What follows belongs to an exercise in optimizing a design on an open flow for small area; a production flow would make more cautious choices. At most, simulation tests tie the RTL to the original design; equivalence was not proved. No activity file was given, so power comes from the tool's default toggle rates.

Setup of the previous run:
Design vb_sense, start of the top module:
module vb_sense (
    input  wire         clk,
    input  wire         rst,
    input  wire         enable,
    input  wire         tick,
    input  wire [5:0]   s_ls,
    input  wire         s_hs,
    input  wire         hs_en,
    input  wire [95:0]  sense_fs,
    input  wire [95:0]  i_oc,
    input  wire [15:0]  hs_fs,
    input  wire [15:0]  bank_oc,
    output wire [48:0]  f_code,
    output wire [5:0]   oc_fault,
    output wire         bank_oc_fault,
    output reg          meas_valid,
    output wire [101:0] meas_x
);
export LEC_CHECK = 0
export CAP_MARGIN = 20
export CORE_MARGIN = 2
export CORE_UTILIZATION = 55
export PLACE_DENSITY = 0.7
export SETUP_SLACK_MARGIN = 0.3
export SLEW_MARGIN = 20
create_clock -name core_clock -period 15.0 [get_ports {clk}]
standard.sh (not shown) runs the stock make flow with config.mk's settings and CLKGATE_MAP_FILE= SYNTH_SCRIPT=/design/flow/synth_recipe.tcl, a recipe that flattens the netlist after the stock synthesis.
==> flow/flow/run.sh <==
#!/bin/bash
# The standard layout (standard.sh) with three changes:
#  - synthesis is synth_recipe.tcl with two changes to its combinational
#    logic optimisation, made by flow_synth.tcl written below: yosys synth
#    skips its generic abc pass (-noabc; the -nofsm -noshare of synth_recipe.tcl
#    stay), so the explicit full-adder chains of the RTL reach extract_fa
#    unchanged, and the technology-mapping abc call uses flow/area.script,
#    a deeper ABC script. Registers are mapped before abc and are untouched.
#  - the ports are buffered by the smallest buffer (sky130_fd_sc_hd__buf_1);
#  - clock tree synthesis uses larger sink clusters and no dummy loads.
# make's output goes to flow_make.log; each ORFS step logs under orfs/logs.
set -euo pipefail
WORK=$(pwd)
export VBS_ABC_SCRIPT=$WORK/flow/area.script
{
  cat <<'T'
proc abc {args} {
  set i [lsearch -exact $args -script]
  if {$i >= 0} { lset args [expr {$i + 1}] $::env(VBS_ABC_SCRIPT) }
  yosys abc {*}$args
}
T
  sed 's/yosys synth -nofsm -noshare {\*}\$args/yosys synth -nofsm -noshare -noabc {*}$args/' synth_recipe.tcl
} > flow_synth.tcl
grep -q -- '-noabc' flow_synth.tcl
bash standard.sh \
  "SYNTH_SCRIPT=$WORK/flow_synth.tcl" \
  "BUFFER_PORTS_ARGS=-buffer_cell sky130_fd_sc_hd__buf_1" \
  "CTS_ARGS=-sink_clustering_enable -repair_clock_nets -sink_clustering_size 30 -sink_clustering_max_diameter 80 -dont_use_dummy_load" \
  finish > flow_make.log 2>&1
==> flow/flow/area.script <==
&get -n
&st
&deepsyn -T 20
&dch -f
&nf -R 1000
&st
&syn2
&dch -f
&nf -R 1000
&put
topo
The flow did not stop early for the previous run: all stages ran, and the layout cleared the timing, DRC and antenna checks.
> inputs changed (the previous run -> the current run)
diff --git a/flow/design.v b/flow/design.v
--- a/flow/design.v
+++ b/flow/design.v
@@ -285,19 +285,19 @@
             endcase
         end
     endfunction
     wire       clr  = rst | ~enable;
     wire       inst = tick & enable & ~rst;
     wire [6:0] bits = {s_hs, s_ls};
     integer n;
     genvar  c;
     reg         fresh;                 
-    reg  [4:0]  q    [0:6];            
+    reg  [4:0]  qn   [0:6];            
     reg  [6:0]  qz;                    
     reg  [6:0]  prev_hit;
     reg  [6:0]  sticky;
     wire [6:0]  hit;
     always @(posedge clk) begin
         if (clr)       fresh <= 1'b1;
         else if (inst) fresh <= 1'b0;
     end
     generate
@@ -307,19 +307,19 @@
             wire [6:0]  f;
             vbs_sinc2 u_s (.h({h[14:1], h0}), .f(f));
             always @(posedge clk) begin
                 if (clr)       h[14:1] <= 14'd0;
                 else if (inst) h[14:1] <= {h[13:1], h0};
                 if (inst)      h[0] <= bits[c];
             end
             assign f_code[7*c +: 7] = f;
             wire        ge;
-            vbs_rca #(6) u_c (.a({f[6], f[4:0]}), .b(~{1'b0, q[c]}), .ci(qz[c]), .s(), .co(ge));
+            vbs_rca #(6) u_c (.a({f[6], f[4:0]}), .b({1'b1, qn[c]}), .ci(qz[c]), .s(), .co(ge));
             assign hit[c] = (f[6] | f[5]) & ge;
         end
     endgenerate
     assign oc_fault      = sticky[5:0] | (hit[5:0] & prev_hit[5:0]);
     assign bank_oc_fault = sticky[6]   | (hit[6] & prev_hit[6]);
     always @(posedge clk) begin
         if (clr) begin
             prev_hit <= 7'd0;
             sticky   <= 7'd0;
@@ -364,19 +364,19 @@
             dph  <= 2'd0;
             dsel <= {dsel[5:0], dsel[6]};
         end else begin
             dph  <= dph + 2'd1;
         end
         rem <= r2;
         qq  <= (dph == 2'd0) ? {2'b00, qa, qb} : {qq[1:0], qa, qb};
         for (n = 0; n < 7; n = n + 1)
             if (dph == 2'd2 && dsel[n]) begin
-                q[n]  <= {qq, qa};
+                qn[n] <= ~{qq, qa};
                 qz[n] <= (r1 == 16'd0);
             end
     end
     reg  [5:0]  pos;                   
     reg  [1:0]  blk;                   
     reg  [1:0]  ph;                    
     reg  [2:0]  fl;                    
     reg  [2:0]  zl;                    
     reg  [2:0]  dl;                    
Every run in the comparison, the previous run and the current run, completed the flow with a clean layout.
From the previous run to the current run the numbers moved as follows: final critical delay including setup and external delays down 0.045 ns; clock network fraction of design power down 1.2 points; sum of overflow across all layers after global routing flat; gate count after technology mapping down 19; critical path's largest stage delay flat.
Area enclosed by the die boundary: the current run better than the previous run
When the current run is set beside the previous run, its placement-stage cell area turns out to be about 0.36% smaller.
Cell area after technology mapping: lower on the current run
Global-route wire length before repair for the current run: about 2.5% down relative to the previous run
The previous run -> the current run: clock-buffer cell count decreased by a few percent
For the number of buffers added by the clock tree synthesis step, the current run came in 2 lower than the previous run did.
Highest routing layer actually used: met5 -> the current run, met4 -> the previous run
In the current run, the core utilization came out 0.19 points below the value in the previous run.
On compound-gate portion of the synthesized area: between the previous run and the current run, it ends up higher for the current run.
For the previous run, only the layout was checked, not whether the RTL still works.

## re-timing with driven ports
How much do the figures lean on ideal ports? The routed layouts below were timed once more, with nothing changed but the port constraints. Step 1 assumes that a clkbuf_16 drives the clock port and a buf_2 every other input. Step 2, shift: input delay + t, output delay - t, t = (earliest + latest rising clock arrival at the registers) / 2. This alone moves slack from input paths to output paths. a / b / c = ideal ports / drivers / drivers and shift; a / b = the first two.
| run | shift t [ns] | slack for setup (ns) | worst register clock-pin slew, ns | worst data-port slew with drivers (ns) | pins driven straight from the clock port |
|---|---|---|---|---|---|
| the previous run | 0.637 | 0.421 / 0.463 / -0.174 | 0.11 / 0.11 | 0.09 | 1 |
| the current run | 0.617 | 0.466 / 0.496 / -0.121 | 0.11 / 0.11 | 0.08 | 1 |
Met with ideal ports but missed after step 2: setup timing in the previous run and the current run. The setup slack of the previous run, which loses most, moves by +0.042 ns with the drivers and by -0.595 ns with both steps.
